Context: an optimization exercise on an open-source flow, tuned for small area, a short achievable clock period and few clock cycles. The choices shown serve that exercise and are no tape-out recipe. RTL that was checked went through simulation tests only; none was proved equivalent to the original. Function not checked in run 6: the RTL went through the layout flow alone.

**flow/config.mk**
```make
export PLATFORM = sky130hd
export DESIGN_NAME = cv_unit
export DESIGN_NICKNAME = cv_unit
export VERILOG_FILES = /design/flow/design.v
export SDC_FILE = /design/flow/constraint.sdc
export NUM_CORES = 4
export LEC_CHECK = 0
export CAP_MARGIN = 20
export CORE_MARGIN = 2
export CORE_UTILIZATION = 30
export PLACE_DENSITY = 0.45
export SLEW_MARGIN = 20
export TNS_END_PERCENT = 100
```
**flow/constraint.sdc**
```tcl
create_clock -name core_clock -period 16.0 [get_ports {clk}]
set_input_delay 3.2000 -clock core_clock [delete_from_list [all_inputs] [get_ports {clk}]]
set_output_delay 3.2000 -clock core_clock [all_outputs]
set_load 0.01 [all_outputs]
```
**flow/design.v**
```verilog
module cv_unit (
    input  wire        clk,
    input  wire        rst,       
    input  wire        we,
    input  wire [2:0]  waddr,
    input  wire [63:0] wdata,
    input  wire [2:0]  raddr,
    output reg  [63:0] rdata,
    output wire        busy
);
    localparam A_CFG    = 3'd0;
    localparam A_POLY   = 3'd1;
    localparam A_INIT   = 3'd2;
    localparam A_VALUE  = 3'd3;
    localparam A_DATA   = 3'd4;
    localparam A_CMD    = 3'd5;
    localparam A_RESULT = 3'd6;
    reg  [5:0]  sh;                     
    wire [6:0]  width = 7'd64 - {1'b0, sh};
    reg         refin, refout, invert;
    reg  [63:0] poly, init, value;
    reg  [3:0]  nbytes;
    reg  [63:0] dbuf;
    reg  [3:0]  pend;
    reg  [31:1] q;
    reg         qbad;                   
    wire        qok = !qbad;
    wire [63:0] mask = {64{1'b1}} >> sh;
    reg  [63:0] vrev, prev;
    integer j;
    always @* begin
        for (j = 0; j < 64; j = j + 1) begin
            vrev[j] = value[63 - j];
            prev[j] = poly[63 - j];
        end
    end
    wire [63:0] vref = vrev >> sh;    
    wire [63:0] pref = prev >> sh;    
    reg  [31:0] qn;
    integer a, u, kk;
    always @* begin
        qn = 32'd1;
        for (kk = 1; kk < 32; kk = kk * 2)
            for (a = kk; a < 2 * kk; a = a + 1) begin
                qn[a] = pref[a - 1];
                for (u = 2; u <= a; u = u + 2)
                    qn[a] = qn[a] ^ (qn[u / 2] & ((u == a) ? 1'b1 : pref[a - u - 1]));
            end
    end
    function [2:0] t_cm2(input [1:0] a, input [1:0] b);
        integer i;
        begin
            t_cm2 = 3'd0;
            for (i = 0; i < 2; i = i + 1)
                t_cm2 = t_cm2 ^ ({3{a[i]}} & ({1'd0, b} << i));
        end
    endfunction
    function [1:0] t_lh2(input [1:0] a, input [1:0] b);
        integer i;
        begin
            t_lh2 = 2'd0;
            for (i = 0; i < 2; i = i + 1)
                t_lh2 = t_lh2 ^ ({2{a[i]}} & (b << i));
        end
    endfunction
    function [6:0] t_cm4(input [3:0] a, input [3:0] b);
        integer i;
        begin
            t_cm4 = 7'd0;
            for (i = 0; i < 4; i = i + 1)
                t_cm4 = t_cm4 ^ ({7{a[i]}} & ({3'd0, b} << i));
        end
    endfunction
    function [3:0] t_lh4(input [3:0] a, input [3:0] b);
        integer i;
        begin
            t_lh4 = 4'd0;
            for (i = 0; i < 4; i = i + 1)
                t_lh4 = t_lh4 ^ ({4{a[i]}} & (b << i));
        end
    endfunction
    function [14:0] t_cm8(input [7:0] a, input [7:0] b);
        integer i;
        begin
            t_cm8 = 15'd0;
            for (i = 0; i < 8; i = i + 1)
                t_cm8 = t_cm8 ^ ({15{a[i]}} & ({7'd0, b} << i));
        end
    endfunction
    function [7:0] t_lh8(input [7:0] a, input [7:0] b);
        integer i;
        begin
            t_lh8 = 8'd0;
            for (i = 0; i < 8; i = i + 1)
                t_lh8 = t_lh8 ^ ({8{a[i]}} & (b << i));
        end
    endfunction
    function [30:0] t_cm16(input [15:0] a, input [15:0] b);
        integer i;
        begin
            t_cm16 = 31'd0;
            for (i = 0; i < 16; i = i + 1)
                t_cm16 = t_cm16 ^ ({31{a[i]}} & ({15'd0, b} << i));
        end
    endfunction
    function [15:0] t_lh16(input [15:0] a, input [15:0] b);
        integer i;
        begin
            t_lh16 = 16'd0;
            for (i = 0; i < 16; i = i + 1)
                t_lh16 = t_lh16 ^ ({16{a[i]}} & (b << i));
        end
    endfunction
    function [62:0] t_cm32(input [31:0] a, input [31:0] b);
        integer i;
        begin
            t_cm32 = 63'd0;
            for (i = 0; i < 32; i = i + 1)
                t_cm32 = t_cm32 ^ ({63{a[i]}} & ({31'd0, b} << i));
        end
    endfunction
    function [31:0] t_lh32(input [31:0] a, input [31:0] b);
        integer i;
        begin
            t_lh32 = 32'd0;
            for (i = 0; i < 32; i = i + 1)
                t_lh32 = t_lh32 ^ ({32{a[i]}} & (b << i));
        end
    endfunction
    function [2:0] p_cm2(input [1:0] a, input [1:0] b);
        integer i;
        begin
            p_cm2 = 3'd0;
            for (i = 0; i < 2; i = i + 1)
                p_cm2 = p_cm2 ^ ({3{a[i]}} & ({1'd0, b} << i));
        end
    endfunction
    function [1:0] p_lh2(input [1:0] a, input [1:0] b);
        integer i;
        begin
            p_lh2 = 2'd0;
            for (i = 0; i < 2; i = i + 1)
                p_lh2 = p_lh2 ^ ({2{a[i]}} & (b << i));
        end
    endfunction
    function [6:0] p_cm4(input [3:0] a, input [3:0] b);
        integer i;
        begin
            p_cm4 = 7'd0;
            for (i = 0; i < 4; i = i + 1)
                p_cm4 = p_cm4 ^ ({7{a[i]}} & ({3'd0, b} << i));
        end
    endfunction
    function [3:0] p_lh4(input [3:0] a, input [3:0] b);
        integer i;
        begin
            p_lh4 = 4'd0;
            for (i = 0; i < 4; i = i + 1)
                p_lh4 = p_lh4 ^ ({4{a[i]}} & (b << i));
        end
    endfunction
    function [14:0] p_cm8(input [7:0] a, input [7:0] b);
        integer i;
        begin
            p_cm8 = 15'd0;
            for (i = 0; i < 8; i = i + 1)
                p_cm8 = p_cm8 ^ ({15{a[i]}} & ({7'd0, b} << i));
        end
    endfunction
    function [7:0] p_lh8(input [7:0] a, input [7:0] b);
        integer i;
        begin
            p_lh8 = 8'd0;
            for (i = 0; i < 8; i = i + 1)
                p_lh8 = p_lh8 ^ ({8{a[i]}} & (b << i));
        end
    endfunction
    function [30:0] p_cm16(input [15:0] a, input [15:0] b);
        reg [14:0] lo, hi, mid;
        begin
            lo  = p_cm8(a[7:0], b[7:0]);
            hi  = p_cm8(a[15:8], b[15:8]);
            mid = p_cm8(a[7:0] ^ a[15:8], b[7:0] ^ b[15:8]) ^ lo ^ hi;
            p_cm16 = {16'd0, lo} ^ ({16'd0, mid} << 8) ^ ({16'd0, hi} << 16);
        end
    endfunction
    function [15:0] p_lh16(input [15:0] a, input [15:0] b);
        begin
            p_lh16 = {1'b0, p_cm8(a[7:0], b[7:0])} ^
                   ({p_lh8(a[7:0], b[15:8]) ^ p_lh8(a[15:8], b[7:0]), 8'd0});
        end
    endfunction
    function [62:0] p_cm32(input [31:0] a, input [31:0] b);
        reg [30:0] lo, hi, mid;
        begin
            lo  = p_cm16(a[15:0], b[15:0]);
            hi  = p_cm16(a[31:16], b[31:16]);
            mid = p_cm16(a[15:0] ^ a[31:16], b[15:0] ^ b[31:16]) ^ lo ^ hi;
            p_cm32 = {32'd0, lo} ^ ({32'd0, mid} << 16) ^ ({32'd0, hi} << 32);
        end
    endfunction
    function [31:0] p_lh32(input [31:0] a, input [31:0] b);
        begin
            p_lh32 = {1'b0, p_cm16(a[15:0], b[15:0])} ^
                   ({p_lh16(a[15:0], b[31:16]) ^ p_lh16(a[31:16], b[15:0]), 16'd0});
        end
    endfunction
    wire        from_buf = (pend != 4'd0);
    wire [3:0]  cnt   = from_buf ? pend : nbytes;
    wire [2:0]  nch   = (cnt > 4'd4) ? 3'd4 : cnt[2:0];    
    reg  [63:0] wfeed;
    integer f;
    always @*
        for (f = 0; f < 64; f = f + 1)
            wfeed[f] = refin ? wdata[8*(f/8) + (f%8)] : wdata[8*(f/8) + 7 - (f%8)];
    wire [31:0] feed  = from_buf ? dbuf[31:0] : wfeed[31:0];
    reg  [31:0] s, t, tr;
    integer i, k;
    always @* begin
        for (i = 0; i < 32; i = i + 1)
            s[i] = vref[i] ^ feed[i];
        t = t_lh32({q, 1'b1}, s);
        tr = 32'd0;
        case (nch)
            3'd1: for (k = 0; k < 8;  k = k + 1) tr[k] = t[7 - k];
            3'd2: for (k = 0; k < 16; k = k + 1) tr[k] = t[15 - k];
            3'd3: for (k = 0; k < 24; k = k + 1) tr[k] = t[23 - k];
            default: for (k = 0; k < 32; k = k + 1) tr[k] = t[31 - k];
        endcase
    end
    reg  [63:0] vsh, prod;
    always @* begin
        case (nch)
            3'd1:    vsh = value << 8;
            3'd2:    vsh = value << 16;
            3'd3:    vsh = value << 24;
            default: vsh = value << 32;
        endcase
        prod = {1'b0, p_cm32(tr, poly[31:0])} ^ {p_lh32(tr, poly[63:32]), 32'd0};
    end
    wire        vfold = !rst && qok && (from_buf || (we && waddr == A_DATA));
    reg  [63:0] vother;
    always @* begin
        vother = value;
        if (rst)
            vother = 64'd0;
        else if (!from_buf && we) begin
            if (waddr == A_VALUE)
                vother = wdata;
            else if (waddr == A_CMD && wdata[31])
                vother = init;
        end
    end
    wire [63:0] vkeep = mask & {64{vfold}};
    always @(posedge clk)
        value <= ((vsh ^ prod) & vkeep) | (vother & ~{64{vfold}});
    wire [63:0] result = (refout ? vref : (value & mask)) ^ (invert ? mask : 64'd0);
    always @(posedge clk) begin
        if (rst) begin
            sh     <= 6'd32;
            refin  <= 1'b0;
            refout <= 1'b0;
            invert <= 1'b0;
            poly   <= 64'd0;
            init   <= 64'd0;
            nbytes <= 4'd8;
            pend   <= 4'd0;
            qbad   <= 1'b1;
        end else begin
            if (qbad) begin
                q    <= qn[31:1];
                qbad <= 1'b0;
            end
            if (pend != 4'd0) begin
                if (qok) begin
                    dbuf[31:0]  <= dbuf[63:32];
                    pend        <= (pend > 4'd4) ? pend - 4'd4 : 4'd0;
                end
            end else if (we) begin
                case (waddr)
                    A_CFG: begin
                        invert <= wdata[13];
                        refout <= wdata[12];
                        refin  <= wdata[11];
                        if (wdata[6:0] >= 7'd8 && wdata[6:0] <= 7'd64)
                            sh <= 6'd0 - wdata[5:0];
                        qbad <= 1'b1;
                    end
                    A_POLY: begin
                        poly <= wdata;
                        qbad <= 1'b1;
                    end
                    A_INIT:  init  <= wdata;
                    A_DATA: begin
                        if (qok) begin
                            dbuf[31:0] <= wfeed[63:32];
                            pend       <= (nbytes > 4'd4) ? nbytes - 4'd4 : 4'd0;
                        end else begin
                            dbuf <= wfeed;
                            pend <= nbytes;
                        end
                    end
                    A_CMD: begin
                        if (wdata[3:0] >= 4'd1 && wdata[3:0] <= 4'd8)
                            nbytes <= wdata[3:0];
                    end
                    default: ;
                endcase
            end
        end
    end
    assign busy = (pend != 4'd0);
    always @* begin
        case (raddr)
            A_CFG:    rdata = {32'd0, 1'b0, busy, 1'b0, 15'd0, invert, refout, refin, 4'd0, width};
            A_POLY:   rdata = poly;
            A_INIT:   rdata = init;
            A_VALUE:  rdata = value;
            A_CMD:    rdata = {60'd0, nbytes};
            A_RESULT: rdata = result;
            default:  rdata = 64'd0;
        endcase
    end
endmodule
```
**flow/flow/run.sh**
```bash
#!/bin/bash
set -euo pipefail
bash standard.sh SETUP_SLACK_MARGIN=7 MATCH_CELL_FOOTPRINT=0 finish > make_finish.log 2>&1
```
**flow/standard.sh**
```bash
#!/bin/bash
# synth_recipe.tcl (not shown) runs the flow's synth.tcl, then flattens the netlist and writes it again
# the make line also repeats each setting of config.mk as NAME=value (left out here)
make -C /OpenROAD-flow-scripts/flow DESIGN_CONFIG=/design/flow/config.mk WORK_HOME=/design/flow/orfs CLKGATE_MAP_FILE= SYNTH_SCRIPT=/design/flow/synth_recipe.tcl "${@:-finish}"
```
==> results of run 1 <==
==> how the worst max path moves through the flow <==
stage / endpoint / depth (start not counted) / slack, ns / start
5_1_grt: value[37] / 21 / 6.97 / wdata[8]
4_1_cts: value[37] / 21 / 6.92 / wdata[19]
3_5_place_dp: value[12] / 19 / 4.75 / wdata[5]
2_1_floorplan: value[29] / 19 / 7.62 / wdata[16]
3_3_place_gp: value[34] / 20 / 4.66 / wdata[1]
6_report: rdata[7] / 10 / 6.77 / sh[0]
==> flip-flops by register name, summed over array words and instances (netlist names) <==
signal / cells
pend: 4
qbad: 1
value: 64
refout: 1
poly: 64
sh: 6
init: 64
dbuf: 64
invert: 1
nbytes: 4
refin: 1
q: 31
==> cells by family after synthesis <==
kind of cell / synth area share
simple gates: 0.2172
xor+xnor: 0.3469
compound gates: 0.1333
buf+inv: 0.05505
mux: 0.1199
flops: 0.1248
fa+ha+maj: 0.002878
==> critical path: stages (launching register included) <==
cell,delay [ns]
dfxtp_4,0.67
buf_4,0.67
nor2_1,0.48
a221o_1,0.50
o21ai_4,0.62
nor2_1,0.21
nor2_1,0.75
a211oi_1,0.13
a21oi_1,0.51
o22ai_1,0.17
clkdlybuf4s50_1,0.60
==> metal layers <==
metal  vias to the layer above  GRT usage  routed length [um]
met2                      4859     0.5429              153700
met5                         -    0.01861                 595
met3                      1195     0.1565               53970
li1                      25451          -                   -
met1                     31089     0.4949              149900
met4                        22     0.2511               31580
==> stage by stage <==
stage	cell area, sq um	cells	hold slack, ns	utilization
final	64780	10081	0.4747	0.3457
after global routing	64690	10045	0.4898	0.3452
after CTS	64190	10022	0.4735	0.3425
after detailed placement	60990	9892	0.4655	0.3254
after global placement	60950	9889	0.4542	0.3252
after floorplan	56530	7636	0.4458	-
==> area by class of cell <==
type / instances / area [sq um]
flip-flops and latches: 305 / 7091
diodes: 43 / 107.6
clock inverters: 22 / 255.2
clock buffers: 57 / 1159
well taps: 2495 / 3122
fillers: 20034 / 122600
multi-input cells: 6567 / 47930
repair buffers: 539 / 4910
inverters: 53 / 202.7
==> cell usage in the layout (no fill, tap or decap), types with 106 or more instances in the layout <==
master	count
xnor3_1	219
a22oi_1	122
xor2_1	360
mux2i_1	201
nor2_1	641
o22ai_1	175
buf_4	344
dfxtp_1	199
mux4_2	130
nand2_1	1992
clkdlybuf4s50_1	106
mux2_2	125
o21ai_0	165
a21oi_1	352
xnor2_1	1138
nand3_1	141
==> timing repair <==
item                                    CTS  global route
buffers inserted                         42            12
resized for setup                       271            76
endpoints found under the setup margin  122            80
cloned                                    9             2
pin swaps                                21            11
==> results.cfg, run 1 <==
[run_status]
outcome = finished clean

[global_routing]
grt_max_degree = 78
grtUsageTotal = 0.3906
grt_pass1_wl_um = 517100
grt_pass1_vias = 56804
overflow = 0
antenna_found_initial = 49

[clocking]
cts_buffers = 43
cts_tree = done
clk_pin_slew_worst_paths_ns = 0.06
clock-sinks = 305
cts_root_buffer = clkbuf_16
clockBufferDepth = 3
ctsHoldBuffers = 0
insertion_delay_ns = 0.68
htreeDepth = 2

[synth]
synthArstFlopShare = 0
synth.largest_area_cell = xnor2_1
ys_types = 102
synth-edff-count = 95
syn_area_per_cell_sq_um = 7.402
yosysMostFrequentCell = nand2_1
ys_ff_latch = 305
netlist_area_sq_mm = 0.05653
syn_inst = 7636
synth_fp_nets = 7722
postSynth.topFlopCell = dfxtp_1
yosysWarnings = 1
yosysTopAreaCellShare = 0.1831
yosys-top-cells-count = nand2_1 (1995), xnor2_1 (1182), nor2_1 (653), clkbuf_1 (525), xor2_1 (368)
synthTopCellsByArea = xnor2_1 (18%), nand2_1 (13%), xnor3_1 (9.6%), dfxtp_1 (7.4%), xor2_1 (5.7%)
ys_seq_area_frac = 0.1248

[place]
place_ws_ns = 4.752
numPortBuffers = 137
gp_congestion = 1.099
dp_hpwl_um = 282500

[timing]
skew_ns = 0.05400
worst-slew-pin-transition_ns = 1.285
tns_ns = 0
finalSetupViolations = 0
slew_viol_final = 0
maxSlewHeadroom = 0.1376
max_freq_ghz = 0.1084
period_needed_ns = 9.228
finalCritPeriodShare = 0.5768
rsz0062_at_grt = yes
setup_slack_ns = 6.772
timing.final.hold_violations = 0

[hold_path]
holdPathStages = 2
hold_path_end = init[55]
hold_start = init[55]
hold_path_class = flop to flop

[final_layout]
drive_gt1_frac = 0.1360
area_delta_synth_final_pct = 14.60
nNetsFinal = 7595

[route]
drt-pass1-iter-count = 9
drc = 0
vias = 62616
ant_nets = 0
wl_per_cell_um = 38.66
vias_per_cell = 6.211
wirelength_um = 389700
drtIter0Drc = 9560

[setup_path]
rr_worst_depth = 22
cp.required_ns = 12.80
rrSetupSlack_ns = 6.83
worstSetupEndpointType = output pin
cp.arrival_ns = 6.03
r2r_start = sh[1]
crit_fanout = 47
start_kind = flop
crit_type = flop to output pin
worstReg2RegEnd = value[13]

[die]
die_h_um = 438.1
core_sq_mm = 0.1874
initial_core_util = 0.3016
ios = 138
fp.dieW_um = 438.1
rows = 159
dieArea_sq_mm = 0.1919

[job]
cap_violations = 0
Testbench counts, summed over its fixed seeds: cycles 7,307.
==> run 2: changes to the inputs <==
--- a/flow/config.mk
+++ b/flow/config.mk
@@ -8,6 +8,6 @@
 export CAP_MARGIN = 20
 export CORE_MARGIN = 2
-export CORE_UTILIZATION = 30
-export PLACE_DENSITY = 0.45
+export CORE_UTILIZATION = 20
+export PLACE_DENSITY = 0.35
 export SLEW_MARGIN = 20
 export TNS_END_PERCENT = 100
==> run 2 against run 1 <==
Still clean on timing, DRC and antenna. Critical path depth decreased by 3. Design area increased by 2.6%. Sequential share of layout area decreased by 0.28 points. Worst hold slack got worse by 0.021 ns. Final cell count increased by 12%. Critical endpoint is now rdata[28]. Largest cell class unchanged.
==> results.cfg, run 2 <==
[run_status]
outcome = finished clean

[final_layout]
layout_common_cells = nand2_1 (1993), xnor2_1 (1122), nor2_1 (641), xor2_1 (358), a21oi_1 (352)
nNetsFinal = 7586
finalInstanceArea_sq_mm = 0.06649
drive_gt1_frac = 0.1411
layout_commonest_cell = nand2_1
area_delta_synth_final_pct = 17.62

[timing]
timing.final.hold_violations = 0
slew_viol_final = 0
worst-slew-pin-transition_ns = 1.302
skew_ns = 0.04109
finalSetupViolations = 0
finalCritPeriodShare = 0.5695
tns_ns = 0
period_needed_ns = 9.112
maxSlewHeadroom = 0.1228
max_freq_ghz = 0.1097
rsz0062_at_grt = yes

[die]
dieArea_sq_mm = 0.2869
fp.dieW_um = 535.6
core_sq_mm = 0.2818
rows = 195
ios = 138
initial_core_util = 0.2006
die_h_um = 535.6

[setup_path]
cp.arrival_ns = 5.91
crit_fanout = 31
start_kind = input pin
worstSetupEndpointType = output pin
crit_type = input pin to output pin
cp.required_ns = 12.80

[clocking]
clock-sinks = 305
insertion_delay_ns = 0.69
clockBufferDepth = 3
ctsHoldBuffers = 0
cts_root_buffer = clkbuf_16
clk_pin_slew_worst_paths_ns = 0.06
cts_buffers = 44
cts_tree = done
htreeDepth = 2

[global_routing]
grt_pass1_vias = 56328
overflow = 0
grtUsageTotal = 0.2752
grt_pass1_wl_um = 540200
grt_max_degree = 87
antenna_found_initial = 53

[place]
gp_congestion = 1.046
place_area_sq_mm = 0.06262
dp_hpwl_um = 302900
numPortBuffers = 137

[job]
cap_violations = 0

[synth]
syn_area_per_cell_sq_um = 7.402
syn_inst = 7636
synth_fp_nets = 7722
ys_seq_area_frac = 0.1248
synthTopCellsByArea = xnor2_1 (18%), nand2_1 (13%), xnor3_1 (9.6%), dfxtp_1 (7.4%), xor2_1 (5.7%)
yosys-top-cells-count = nand2_1 (1995), xnor2_1 (1182), nor2_1 (653), clkbuf_1 (525), xor2_1 (368)
synthArstFlopShare = 0
yosysTopAreaCellShare = 0.1831
synth-edff-count = 95
ys_types = 102
postSynth.topFlopCell = dfxtp_1
ys_ff_latch = 305
yosysMostFrequentCell = nand2_1
netlist_area_sq_mm = 0.05653
yosysWarnings = 1
synth.largest_area_cell = xnor2_1

[route]
drt-pass1-iter-count = 8
vias = 60502
wirelength_um = 411000
drtIter0Drc = 8407
ant_nets = 0
wl_per_cell_um = 36.37
vias_per_cell = 5.353
drc = 0

[hold_path]
hold_path_class = flop to flop
==> run 2: path summary, 6_finish.rpt <==
check	from	slack, ns	depth (start not counted)	end
worst min register to register	poly[40]	0.45	2	poly[40]
worst max-delay path	raddr[1]	6.89	7	rdata[28]
worst max register to register	sh[3]	7.13	25	value[29]
worst min-delay path	poly[40]	0.45	2	poly[40]
==> run 2: per-layer routing <==
layer	wire length (um)	vias to the layer above	track usage
met2	169600	3595	0.4024
met5	205	-	0.001666
met1	169500	30582	0.3575
li1	-	25383	-
met3	41190	912	0.07398
met4	30540	30	0.1691
==> run 2: critical path: stages <==
cell and delay (ns):
buf_6 0.31, nor2b_4 0.25, buf_4 0.37, nand2_1 0.10
buf_4 0.33, o22ai_1 0.52, clkdlybuf4s50_1 0.71
==> run 2: cells by family (layout without fill, tap and decap cells) <==
| family | after synthesis | count (layout) | synth area share |
|---|---|---|---|
| flip-flops | 305 | 305 | 0.1248 |
| multiplexers | 496 | 496 | 0.1199 |
| AND/OR/NAND/NOR | 3047 | 3047 | 0.2172 |
| XOR/XNOR | 1818 | 1818 | 0.3469 |
| other | 0 | 23 | 0 |
| buffers and inverters | 765 | 665 | 0.05505 |
| adder cells (fa/ha/maj) | 13 | 13 | 0.002878 |
| AO/OA/AOI/OAI | 1192 | 1192 | 0.1333 |
==> run 2: repair_timing <==
item                                    CTS  global route
gates resized for setup                 320            72
pin swaps                                23            12
buffers inserted                         47             5
endpoints found under the setup margin  122            71
cloned                                    4             0
==> run 2: area by class of cell <==
class / count / area, sq um
Fill cell: 31235 / 215300
Multi-Input combinational cell: 6566 / 48140
Clock buffer: 64 / 1236
Inverter: 53 / 202.7
Sequential cell: 305 / 7092
Tap cell: 3743 / 4683
Timing Repair Buffer: 530 / 4786
Antenna cell: 23 / 57.56
Clock inverter: 18 / 289.0
==> run 2: through the flow <==
step / utilization / setup WS (ns) / std cells / hold slack (ns)
after floorplan: - / 7.622 / 7636 / 0.4458
after global placement: 0.2219 / 4.077 / 11138 / 0.4419
after detailed placement: 0.2222 / 4.288 / 11141 / 0.4479
after CTS: 0.2345 / 6.963 / 11274 / 0.4562
after global routing: 0.2357 / 6.947 / 11280 / 0.4846
final: 0.2359 / 6.888 / 11302 / 0.4534
==> run 3: changes to the inputs <==
--- a/flow/config.mk
+++ b/flow/config.mk
@@ -8,6 +8,6 @@
 export CAP_MARGIN = 20
 export CORE_MARGIN = 2
-export CORE_UTILIZATION = 20
-export PLACE_DENSITY = 0.35
+export CORE_UTILIZATION = 25
+export PLACE_DENSITY = 0.5
 export SLEW_MARGIN = 20
 export TNS_END_PERCENT = 100
==> run 3 against run 2 <==
Largest cell class unchanged. First-iteration DRC count rose by 19%. Non-clock buffer count decreased by 30. Routed wire length decreased by 12%. Flip-flop and latch count unchanged. Critical path depth stayed put. Critical path type unchanged. Sequential share of layout area grew 0.22 points. Via count rose by 1.3%. Register-to-register slack got worse by 0.02 ns. Synthesized area unchanged.
==> results.cfg, run 3 <==
[run_status]
outcome = finished clean

[timing]
timing.hold.ws_ns = 0.4651
max_freq_ghz = 0.1095
rsz0062_at_grt = yes
finalSetupViolations = 0
period_needed_ns = 9.135
skew_ns = 0.1139
finalCritPeriodShare = 0.5709
slew_viol_final = 0
setup_slack_ns = 6.865
timing.final.hold_violations = 0
tns_ns = 0
maxSlewHeadroom = 0.1499
worst-slew-pin-transition_ns = 1.266

[synth]
synthTopCellsByArea = xnor2_1 (18%), nand2_1 (13%), xnor3_1 (9.6%), dfxtp_1 (7.4%), xor2_1 (5.7%)
syn_inst = 7636
postSynth.topFlopCell = dfxtp_1
yosysMostFrequentCell = nand2_1
yosysWarnings = 1
synthArstFlopShare = 0
ys_ff_latch = 305
ys_types = 102
netlist_area_sq_mm = 0.05653
synth.largest_area_cell = xnor2_1
syn_area_per_cell_sq_um = 7.402
synth_fp_nets = 7722
yosys-top-cells-count = nand2_1 (1995), xnor2_1 (1182), nor2_1 (653), clkbuf_1 (525), xor2_1 (368)
ys_seq_area_frac = 0.1248
yosysTopAreaCellShare = 0.1831
synth-edff-count = 95

[final_layout]
drive_gt1_frac = 0.1337
nNetsFinal = 7553
fill_cells = 24141
stdcell_count = 10516
area_delta_synth_final_pct = 15.24
layout_common_cells = nand2_1 (1990), xnor2_1 (1137), nor2_1 (647), xor2_1 (358), a21oi_1 (350)
post-route-util = 0.2897
finalInstanceArea_sq_mm = 0.06514
layout_commonest_cell = nand2_1

[setup_path]
start_kind = input pin
crit_fanout = 43
cp.arrival_ns = 5.93
crit_type = input pin to output pin
worstSetupEndpointType = output pin
cp.required_ns = 12.80

[clocking]
clockBufferDepth = 3
cts_buffers = 41
ctsHoldBuffers = 0
cts_root_buffer = clkbuf_16
clk_pin_slew_worst_paths_ns = 0.06
clock-sinks = 305
htreeDepth = 2
insertion_delay_ns = 0.69
cts_tree = done

[global_routing]
grt_max_degree = 97
overflow = 0
grt_pass1_vias = 56265
grt_pass1_wl_um = 489100
grtUsageTotal = 0.3023
antenna_found_initial = 38

[die]
dieArea_sq_mm = 0.2299
ios = 138
die_h_um = 479.5
rows = 174
core_sq_mm = 0.2249
fp.dieW_um = 479.5
initial_core_util = 0.2513

[route]
wl_per_cell_um = 34.42
met3WireLength_um = 48130
vias = 61282
drt-pass1-iter-count = 7
drc = 0
routed-wl-met2_um = 144900
top_layer_used = met5
drtIter0Drc = 10009
met1_length_um = 136500
ant_nets = 0
wirelength_um = 361900
vias_per_cell = 5.828

[place]
gp_congestion = 1.083
place_inst = 10354
place_area_sq_mm = 0.06137
numPortBuffers = 137
place_ws_ns = 4.481
dp_hpwl_um = 258600

[hold_path]
hold_path_class = flop to flop

[job]
cap_violations = 0
==> run 3: cell counts after synthesis <==
Identical to the previous run, type by type.
==> run 3: routing by layer <==
metal / global-route usage / vias up
met3: 0.1036 / 1200
li1: - / 25328
met2: 0.4265 / 4792
met1: 0.3808 / 29938
met5: 0 / -
met4: 0.2173 / 24
==> run 3: layout make-up <==
type                            instances  area (sq um)  share of cell area
Tap cell                             2992          3744             0.05747
Antenna cell                           27         67.56            0.001037
Clock buffer                           55          1192             0.01830
Clock inverter                         18         212.7            0.003265
Sequential cell                       305          7093              0.1089
Multi-Input combinational cell       6566         47980              0.7366
Inverter                               53         202.7            0.003112
Timing Repair Buffer                  500          4648             0.07136
==> run 3: critical path, stage by stage <==
cell and delay (ns):
buf_8 0.38, nor2b_4 0.25, buf_6 0.32, nand2_2 0.07, buf_4 0.34, o22ai_1 0.60, clkdlybuf4s50_1 0.66
==> run 3: worst paths after layout <==
path,start,to,slack (ns),cells after the start
hold / removal,poly[53],poly[53],0.47,2
setup / recovery,raddr[1],rdata[5],6.87,7
setup reg to reg,sh[1],value[17],7.11,22
hold reg to reg,poly[53],poly[53],0.47,2
==> run 3: repair_timing <==
action,CTS,global route
setup endpoints to repair,120,45
pin swaps,22,19
gates cloned,6,1
gates resized for setup,291,77
buffers inserted,35,16
==> run 3: cells by family (layout without fill, tap and decap cells) <==
family	Yosys count	in the layout	share of synthesized area
and+or+nand+nor	3047	3047	0.2172
adders and majority gates	13	13	0.002878
other	0	27	0
muxes	496	496	0.1199
AOI/OAI and AO/OA	1192	1192	0.1333
buffers and inverters	765	626	0.05505
xor gates and xnor gates	1818	1818	0.3469
DFF	305	305	0.1248
==> run 4: changes to the inputs <==
--- a/flow/config.mk
+++ b/flow/config.mk
@@ -9,5 +9,5 @@
 export CORE_MARGIN = 2
 export CORE_UTILIZATION = 25
-export PLACE_DENSITY = 0.5
+export PLACE_DENSITY = 0.4
 export SLEW_MARGIN = 20
 export TNS_END_PERCENT = 100
==> run 4 against run 3 <==
Maximum frequency is 0.87% lower. Routed wire length is 6.4% higher. Utilization is 0.11 points lower. Non-clock buffer count is 15 higher. Synthesized area stayed put. Flip-flop and latch count stayed put. Final cell count is 0.15% higher. Critical endpoint is now rdata[30].
==> results.cfg, run 4 <==
[place]
gp_congestion = 1.110
dp_hpwl_um = 280900
place_inst = 10376
numPortBuffers = 137

[clocking]
cts_buffers = 42
clock-sinks = 305
clockBufferDepth = 3
ctsHoldBuffers = 0
insertion_delay_ns = 0.68
cts_root_buffer = clkbuf_16
htreeDepth = 2
cts_tree = done
clk_pin_slew_worst_paths_ns = 0.06

[global_routing]
antenna_found_initial = 53
grt_max_degree = 107
grt_pass1_vias = 55814
grtUsageTotal = 0.3209
grt_pass1_wl_um = 511100
overflow = 0

[setup_path]
crit_chain = buf_16 -> mux2i_1 -> a222oi_1 -> nand2_1 -> mux4_2 -> o22ai_1 -> a32oi_1 -> o22ai_1 -> clkdlybuf4s50_1
cp_num_cells = 9
start_kind = flop
cp.required_ns = 12.80
rr_worst_depth = 24
worstReg2RegEnd = value[19]
cp.arrival_ns = 6.02
crit_top_cell = o22ai_1
crit_type = flop to output pin
worstSetupEndpointType = output pin
crit_fanout = 77
cp_slowest_stage_delay_ns = 1.04
cp_num_buf_inv = 2
crit_start = sh[1]
r2r_start = sh[5]
crit_slowest_cell = o22ai_1
crit_family = compound AO/OA/AOI/OAI gates
rrSetupSlack_ns = 7.02
cp-endpoint = rdata[30]

[timing]
tns_ns = 0
slew_viol_final = 0
skew_ns = 0.05698
max_freq_ghz = 0.1085
finalCritPeriodShare = 0.5759
period_needed_ns = 9.215
timing.final.hold_violations = 0
finalSetupViolations = 0
rsz0062_at_grt = yes
maxSlewHeadroom = 0.09902
worst-slew-pin-transition_ns = 1.351

[run_status]
outcome = finished clean

[synth]
ys_types = 102
ys_ff_latch = 305
synthTopCellsByArea = xnor2_1 (18%), nand2_1 (13%), xnor3_1 (9.6%), dfxtp_1 (7.4%), xor2_1 (5.7%)
syn_inst = 7636
synth.largest_area_cell = xnor2_1
yosys.area_share.adder = 0.002878
yosysTopAreaCellShare = 0.1831
muxShareOfSynthArea = 0.1199
synth-edff-count = 95
yosys-top-cells-count = nand2_1 (1995), xnor2_1 (1182), nor2_1 (653), clkbuf_1 (525), xor2_1 (368)
syn_area_per_cell_sq_um = 7.402
netlist_area_sq_mm = 0.05653
synth_compound_area_frac = 0.1333
synth_fp_nets = 7722
yosysMostFrequentCell = nand2_1
yosysWarnings = 1
synth_top_family_by_area = XOR/XNOR gates
ys_seq_area_frac = 0.1248
postSynth.topFlopCell = dfxtp_1
synthArstFlopShare = 0
synthXorXnorAreaFrac = 0.3469
synthSimpleGateAreaFrac = 0.2172

[final_layout]
layout_commonest_cell = nand2_1
fill_cells = 24442
layout_common_cells = nand2_1 (1991), xnor2_1 (1147), nor2_1 (643), xor2_1 (360), a21oi_1 (352)
area_delta_synth_final_pct = 14.81
drive_gt1_frac = 0.1342
nNetsFinal = 7570
stdcell_count = 10532

[die]
die_h_um = 479.5
fp.dieW_um = 479.5
rows = 174
ios = 138
dieArea_sq_mm = 0.2299
core_sq_mm = 0.2249
initial_core_util = 0.2513

[route]
vias = 60501
wirelength_um = 385000
wl_per_cell_um = 36.56
drtIter0Drc = 8914
ant_nets = 0
drc = 0
drt-pass1-iter-count = 8
vias_per_cell = 5.744

[job]
cap_violations = 0

[hold_path]
hold_path_class = flop to flop
holdPathStages = 2
## run 4: how the worst min path moves through the flow
stage / endpoint / slack, ns / startpoint
final: poly[56] / 0.46 / poly[56]
after global routing: poly[56] / 0.47 / poly[56]
after CTS: poly[34] / 0.46 / poly[34]
after detailed placement: poly[34] / 0.45 / poly[34]
after global placement: poly[56] / 0.44 / poly[56]
after floorplan: init[30] / 0.45 / init[30]
## run 4: kinds of logic after synthesis
kind of cell             count (synthesis)
AO/OA/AOI/OAI                         1192
XOR/XNOR                              1818
adder cells (fa/ha/maj)                 13
buffers and inverters                  765
flip-flops                             305
multiplexers                           496
AND/OR/NAND/NOR                       3047
## run 4: worst register-to-register path, stage by stage, from the launching register on
cell and delay, ns:
dfxtp_4 0.66, buf_4 0.53, buf_6 0.39, nor2_1 0.13, buf_4 0.27, nand2_1 0.53
o21ai_0 0.21, nor3_2 0.74, buf_4 0.32, xor2_1 0.17, buf_4 0.29, nand2_1 0.12
xnor3_1 0.37, xor3_1 0.45, xnor3_2 0.59, a211oi_4 0.36, buf_12 0.21, buf_12 0.14
xor2_2 0.39, nand2_1 0.13, xor2_1 0.23, xnor3_1 0.51, xnor2_1 0.22, xnor2_1 0.62
o22ai_1 0.23
## run 4: through the flow
step	area [sq um]	worst slack [ns]	util	hold slack (ns)
2_1_floorplan	56530	7.622	-	0.4458
3_3_place_gp	61540	4.428	0.2736	0.4405
3_5_place_dp	61590	4.635	0.2739	0.4518
4_1_cts	64430	6.902	0.2865	0.4593
5_1_grt	64840	6.965	0.2883	0.4745
6_report	64900	6.785	0.2886	0.4591
## run 4: layout make-up
cell class | instances | area (sq um) | area share
timing repair buffer | 515 | 4596 | 0.07082
sequential | 305 | 7091 | 0.1093
clock buffer | 58 | 1212 | 0.01868
inverter | 53 | 202.7 | 0.003123
antenna | 24 | 60.06 | 0.0009254
multi-input combinational | 6567 | 47780 | 0.7362
clock inverter | 18 | 215.2 | 0.003316
tap | 2992 | 3744 | 0.05769
## run 4: timing repair
action	in CTS	in global routing
buffers inserted	33	15
pin swaps	22	19
setup endpoints to repair	108	49
cloned	5	2
gates resized for setup	269	70
## run 4: metal layers
layer / global-route usage / vias to the layer above / wire length (um)
met3: 0.1104 / 956 / 47420
met1: 0.4171 / 30102 / 155000
met5: 0 / - / 195
li1: - / 25360 / -
met2: 0.4564 / 4053 / 156000
met4: 0.1873 / 30 / 26460
==> run 5: changes to the inputs <==
==> flow/flow/run.sh (replaced) <==
#!/bin/bash
set -euo pipefail
bash standard.sh SETUP_SLACK_MARGIN=6.75 MATCH_CELL_FOOTPRINT=0 finish > make_finish.log 2>&1
--- a/flow/config.mk
+++ b/flow/config.mk
@@ -8,6 +8,6 @@
 export CAP_MARGIN = 20
 export CORE_MARGIN = 2
-export CORE_UTILIZATION = 25
-export PLACE_DENSITY = 0.4
+export CORE_UTILIZATION = 30
+export PLACE_DENSITY = 0.45
 export SLEW_MARGIN = 20
 export TNS_END_PERCENT = 100
==> run 5 against run 4 <==
Highest routed layer unchanged. Still clean. Utilization rose by 5.2 points. Routed wire length increased by 0.35%.
==> results.cfg, run 5 <==
[run_status]
outcome = finished clean

[global_routing]
grtUsageTotal = 0.3855
grt_max_degree = 138
antenna_found_initial = 51
grt_pass1_wl_um = 511000
grt_pass1_vias = 56290
overflow = 0

[synth]
ys_ff_latch = 305
synthArstFlopShare = 0
ys_seq_area_frac = 0.1248
yosys-top-cells-count = nand2_1 (1995), xnor2_1 (1182), nor2_1 (653), clkbuf_1 (525), xor2_1 (368)
synth.largest_area_cell = xnor2_1
yosysWarnings = 1
syn_area_per_cell_sq_um = 7.402
syn_inst = 7636
yosysTopAreaCellShare = 0.1831
synth_fp_nets = 7722
yosysMostFrequentCell = nand2_1
synthTopCellsByArea = xnor2_1 (18%), nand2_1 (13%), xnor3_1 (9.6%), dfxtp_1 (7.4%), xor2_1 (5.7%)
netlist_area_sq_mm = 0.05653
synth-edff-count = 95
postSynth.topFlopCell = dfxtp_1
ys_types = 102

[setup_path]
crit_type = flop to output pin
cp.arrival_ns = 6.42
cp.required_ns = 12.80
worstSetupEndpointType = output pin
start_kind = flop
crit_fanout = 69

[clocking]
clockBufferDepth = 3
htreeDepth = 2
cts_root_buffer = clkbuf_16
clock-sinks = 305
cts_tree = done
cts_buffers = 43
clk_pin_slew_worst_paths_ns = 0.06
ctsHoldBuffers = 0
insertion_delay_ns = 0.68

[timing]
setup_slack_ns = 6.382
maxSlewHeadroom = 0.1108
max_freq_ghz = 0.1040
timing.final.hold_violations = 0
tns_ns = 0
finalSetupViolations = 0
skew_ns = 0.04943
finalCritPeriodShare = 0.6011
rsz0062_at_grt = yes
slew_viol_final = 0
worst-slew-pin-transition_ns = 1.308
period_needed_ns = 9.618

[die]
die_h_um = 438.1
fp.dieW_um = 438.1
initial_core_util = 0.3016
dieArea_sq_mm = 0.1919
ios = 138
core_sq_mm = 0.1874
rows = 159

[route]
drc = 0
ant_nets = 0
vias = 62013
drtIter0Drc = 10075
wirelength_um = 386400
vias_per_cell = 6.182
drt-pass1-iter-count = 8
wl_per_cell_um = 38.52

[place]
place_area_sq_mm = 0.06099
gp_congestion = 1.099
dp_hpwl_um = 282500
place_ws_ns = 4.752
numPortBuffers = 137

[final_layout]
drive_gt1_frac = 0.1249
finalInstanceArea_sq_mm = 0.06390
area_delta_synth_final_pct = 13.05
nNetsFinal = 7561
layout_common_cells = nand2_1 (1992), xnor2_1 (1147), nor2_1 (642), xor2_1 (363), a21oi_1 (353)
layout_commonest_cell = nand2_1

[hold_path]
hold_path_class = flop to flop

[job]
cap_violations = 0
[run 5: timing repair]
action / in CTS / in global routing
endpoints found under the setup margin: 112 / 53
resized for setup: 182 / 60
buffers inserted: 13 / 11
cloned: 1 / 5
pin swaps: 7 / 7
[run 5: worst paths after layout]
kind            start   endpoint  slack [ns]  cells after the start
max reg2reg     sh[1]  value[48]        6.70                     22
min          init[55]   init[55]        0.48                      2
max             sh[1]  rdata[32]        6.38                     10
min reg2reg  init[55]   init[55]        0.48                      2
[run 5: worst max-delay path, cell delays in order (launching register included)]
cell,delay [ns]
dfxtp_4,0.85
buf_16,0.46
mux2i_1,0.70
mux4_2,0.61
nor2_1,0.07
o21ai_0,0.85
o21ai_0,0.58
mux2i_1,0.34
xnor2_1,0.09
o22ai_1,0.38
clkdlybuf4s50_1,0.72
[run 5: cell type report]
class                   instances  area (sq um)
multi-input cells            6567         47540
inverters                      53         202.7
clock buffers                  57          1159
diodes                         27         67.56
flip-flops and latches        305          7091
repair buffers                505          4466
clock inverters                22         255.2
fillers                     20102        123500
well taps                    2495          3122
[run 5: cell families (layout without fill, tap and decap cells)]
group,Yosys count,count (layout),share of synthesized area
AO/OA/AOI/OAI,1192,1192,0.1333
XOR/XNOR,1818,1818,0.3469
adder cells (fa/ha/maj),13,13,0.002878
buffers and inverters,765,637,0.05505
flip-flops,305,305,0.1248
multiplexers,496,496,0.1199
other,0,27,0
AND/OR/NAND/NOR,3047,3048,0.2172
[run 5: per-layer routing]
metal	global-route usage	part of all wire
met5	0	0.00050
met1	0.4942	0.39
met4	0.2370	0.078
met3	0.1477	0.14
met2	0.5404	0.40
[run 5: stage by stage]
| step | util | std cells | hold WS, ns |
|---|---|---|---|
| final | 0.3410 | 10031 | 0.4751 |
| after global routing | 0.3406 | 10005 | 0.4898 |
| after CTS | 0.3383 | 9985 | 0.4735 |
| after detailed placement | 0.3254 | 9892 | 0.4655 |
| after global placement | 0.3252 | 9889 | 0.4542 |
| after floorplan | - | 7636 | 0.4458 |
==> run 6: changes to the inputs <==
--- a/flow/design.v
+++ b/flow/design.v
@@ -161,17 +161,16 @@
     endfunction
     function [14:0] p_cm8(input [7:0] a, input [7:0] b);
-        integer i;
+        reg [6:0] lo, hi, mid;
         begin
-            p_cm8 = 15'd0;
-            for (i = 0; i < 8; i = i + 1)
-                p_cm8 = p_cm8 ^ ({15{a[i]}} & ({7'd0, b} << i));
+            lo  = p_cm4(a[3:0], b[3:0]);
+            hi  = p_cm4(a[7:4], b[7:4]);
+            mid = p_cm4(a[3:0] ^ a[7:4], b[3:0] ^ b[7:4]) ^ lo ^ hi;
+            p_cm8 = {8'd0, lo} ^ ({8'd0, mid} << 4) ^ ({8'd0, hi} << 8);
         end
     endfunction
     function [7:0] p_lh8(input [7:0] a, input [7:0] b);
-        integer i;
         begin
-            p_lh8 = 8'd0;
-            for (i = 0; i < 8; i = i + 1)
-                p_lh8 = p_lh8 ^ ({8{a[i]}} & (b << i));
+            p_lh8 = {1'b0, p_cm4(a[3:0], b[3:0])} ^
+                   ({p_lh4(a[3:0], b[7:4]) ^ p_lh4(a[7:4], b[3:0]), 4'd0});
         end
     endfunction
==> flow/flow/run.sh (replaced) <==
#!/bin/bash
set -euo pipefail
bash standard.sh SETUP_SLACK_MARGIN=7 MATCH_CELL_FOOTPRINT=0 finish > make_finish.log 2>&1
==> run 6 against run 5 <==
Still clean. Synthesized area down 1.4%. Routed wire length down 0.11%. Synthesized cell count fell by 1.8%. Worst hold slack got worse by 0.022 ns. Non-clock buffer count grew 119. Via count shrank 0.68%. Clock skew down 0.025 ns. Critical path depth decreased by 1. First-iteration DRC count down 3.7%. Flip-flop and latch count unchanged.
==> results.cfg, run 6 <==
[timing]
tns_ns = 0
slew_viol_final = 0
period_needed_ns = 9.254
setup_slack_ns = 6.746
max_freq_ghz = 0.1081
worst-slew-pin-transition_ns = 1.309
rsz0062_at_grt = yes
finalCritPeriodShare = 0.5783
finalSetupViolations = 0
timing.final.hold_violations = 0
skew_ns = 0.02416
maxSlewHeadroom = 0.1275

[job]
cap_violations = 0

[synth]
syn_area_per_cell_sq_um = 7.434
postSynth.topFlopCell = dfxtp_1
yosysMostFrequentCell = nand2_1
synth_fp_nets = 7586
synth-edff-count = 95
synthArstFlopShare = 0
netlist_area_sq_mm = 0.05575
synth.largest_area_cell = xnor2_1
ys_ff_latch = 305
yosys-top-cells-count = nand2_1 (1819), xnor2_1 (1229), nor2_1 (655), clkbuf_1 (455), a21oi_1 (369)
yosysTopAreaCellShare = 0.1931
yosysWarnings = 1
ys_types = 109
synthTopCellsByArea = xnor2_1 (19%), nand2_1 (12%), xnor3_1 (8.3%), dfxtp_1 (7.5%), xor2_1 (5.6%)
syn_inst = 7500
ys_seq_area_frac = 0.1266

[clocking]
clock-sinks = 305
htreeDepth = 2
cts_root_buffer = clkbuf_16
cts_buffers = 43
ctsHoldBuffers = 0
clk_pin_slew_worst_paths_ns = 0.06
insertion_delay_ns = 0.67
clockBufferDepth = 3
cts_tree = done

[final_layout]
finalInstanceArea_sq_mm = 0.06600
drive_gt1_frac = 0.1688
area_delta_synth_final_pct = 18.37
layout_commonest_cell = nand2_1
layout_common_cells = nand2_1 (1813), xnor2_1 (1116), nor2_1 (641), buf_4 (420), a21oi_1 (341)
nNetsFinal = 7602

[global_routing]
gr-usage-met3 = 0.1478
use_met1 = 0.4986
grt_pass1_wl_um = 509900
grt_max_degree = 96
antenna_found_initial = 39
grt_busiest_layer = met2
grtUsageTotal = 0.3881
use_met2 = 0.5396
grt_pass1_vias = 55913
overflow = 0

[die]
die_h_um = 435.1
fp.dieW_um = 435.1
dieArea_sq_mm = 0.1893
initial_core_util = 0.3013
rows = 158
core_sq_mm = 0.1850
ios = 138

[setup_path]
crit_start = sh[1]
rrSetupSlack_ns = 6.87
rr_worst_depth = 21
crit_fanout = 13
cp.arrival_ns = 6.05
cp_num_cells = 9
worstSetupEndpointType = output pin
cp_num_buf_inv = 1
worstReg2RegEnd = value[20]
cp_slowest_stage_delay_ns = 1.03
crit_type = flop to output pin
cp.required_ns = 12.80
crit_slowest_cell = mux2i_1
start_kind = flop
crit_chain = mux2i_1 -> o22ai_1 -> o21ai_0 -> o211ai_1 -> o21ai_0 -> o21ai_0 -> xor2_1 -> o22ai_1 -> clkdlybuf4s50_1
r2r_start = sh[1]
crit_top_cell = o21ai_0
crit_family = compound AO/OA/AOI/OAI gates

[route]
drc = 0
wl_per_cell_um = 38.41
wirelength_um = 385900
vias = 61591
ant_nets = 0
drtIter0Drc = 9699
vias_per_cell = 6.130
drt-pass1-iter-count = 8

[place]
gp_congestion = 1.102
dp_hpwl_um = 285200
numPortBuffers = 137
place_area_sq_mm = 0.06034
place_ws_ns = 4.084

[hold_path]
hold_start = poly[56]
hold_path_class = flop to flop
hold_path_end = poly[56]
holdPathStages = 2

[run_status]
outcome = finished clean
run 6: worst reg2reg max path, stage by stage, from the launching register on:
cell,delay [ns]
dfxtp_4,0.69
mux2i_1,1.07
o22ai_1,0.62
o21ai_0,0.30
nand2_1,0.12
o41ai_4,0.98
mux2i_1,0.48
xnor3_1,0.47
xnor3_1,0.39
xnor3_2,0.53
o22ai_1,0.21
a221o_1,0.19
buf_8,0.29
nand2_1,0.18
xnor3_2,0.42
buf_4,0.16
xnor2_2,0.29
buf_4,0.31
xnor2_1,0.19
xnor2_1,0.11
xnor2_1,0.83
o32ai_1,0.15
run 6: layout make-up:
type	count	area, sq um
flip-flops and latches	305	7091
clock inverters	25	309.0
repair buffers	624	5678
clock buffers	51	1136
diodes	20	50.05
inverters	59	227.7
fillers	19571	119000
well taps	2480	3103
multi-input cells	6483	48400
run 6: repair_timing:
action	4_1_cts	5_1_grt
endpoints found under the setup margin	122	56
buffers inserted	89	60
gates cloned	6	4
resized for setup	415	136
pin swaps	70	76
hold endpoints to repair	0	0
run 6: through the flow:
step / instances / hold WS, ns / utilization
after floorplan: 7500 / 0.4414 / -
after global placement: 9790 / 0.4449 / 0.3259
after detailed placement: 9791 / 0.4476 / 0.3261
after CTS: 9962 / 0.4556 / 0.3492
after global routing: 10027 / 0.4719 / 0.3564
final: 10047 / 0.4534 / 0.3567
run 6: worst max-delay path by stage:
stage                      endpoint  slack [ns]
after detailed placement  value[30]        4.08
after floorplan           value[31]        7.22
final                     rdata[24]        6.75
after global placement    value[30]        3.86
after global routing      value[31]        6.91
after CTS                 rdata[36]        6.85
run 6: logic make-up (layout without fill, tap and decap cells):
group                    after synthesis  count (layout)  synth area share
buffers and inverters                714             759           0.05215
flip-flops                           305             305            0.1266
multiplexers                         482             482            0.1130
AND/OR/NAND/NOR                     2884            2886            0.2114
adder cells (fa/ha/maj)               13              13          0.002917
XOR/XNOR                            1827            1827            0.3457
AO/OA/AOI/OAI                       1275            1275            0.1483
other                                  0              20                 0
run 6: per-layer routing:
layer | routed length [um] | vias up
met5 | 172 | -
met4 | 30670 | 20
met3 | 52380 | 1134
met2 | 152100 | 4671
met1 | 150700 | 30380
li1 | - | 25386

-- what the ideal ports hide --
Ports are ideal in the flow. The routed layouts listed here were re-timed in OpenROAD.
Step 1, drivers: a clkbuf_16 drives clk and a buf_2 each remaining input, both assumed.
Step 2 also shifts input and output timing later by t, the mid clock arrival at the registers, as if the neighbouring blocks saw the same clock.
a / b / c = ideal / step 1 / step 2; a / b = the first two.
| run | shift t [ns] | slack for setup (ns) | worst setup path at the end | latest minus earliest clock arrival (ns) | slew at the worst register clock pin (ns) |
|---|---|---|---|---|---|
| run 1 | 0.722 | 6.772 / 6.706 / 6.321 | input to register | 0.054 / 0.054 | 0.09 / 0.09 |
| run 2 | 0.742 | 6.888 / 6.825 / 6.259 | input to register | 0.041 / 0.042 | 0.09 / 0.09 |
| run 3 | 0.708 | 6.865 / 6.799 / 6.384 | input to register | 0.114 / 0.114 | 0.07 / 0.07 |
| run 4 | 0.710 | 6.785 / 6.723 / 6.191 | input to register | 0.058 / 0.057 | 0.08 / 0.08 |
| run 5 | 0.724 | 6.382 / 6.318 / 6.020 | input to register | 0.050 / 0.049 | 0.09 / 0.09 |
| run 6 | 0.732 | 6.746 / 6.673 / 6.285 | input to register | 0.025 / 0.025 | 0.07 / 0.07 |
After both steps setup and hold are still met in every run listed. The setup slack of run 2, which loses most, moves by -0.063 ns with the drivers and by -0.629 ns with both steps.
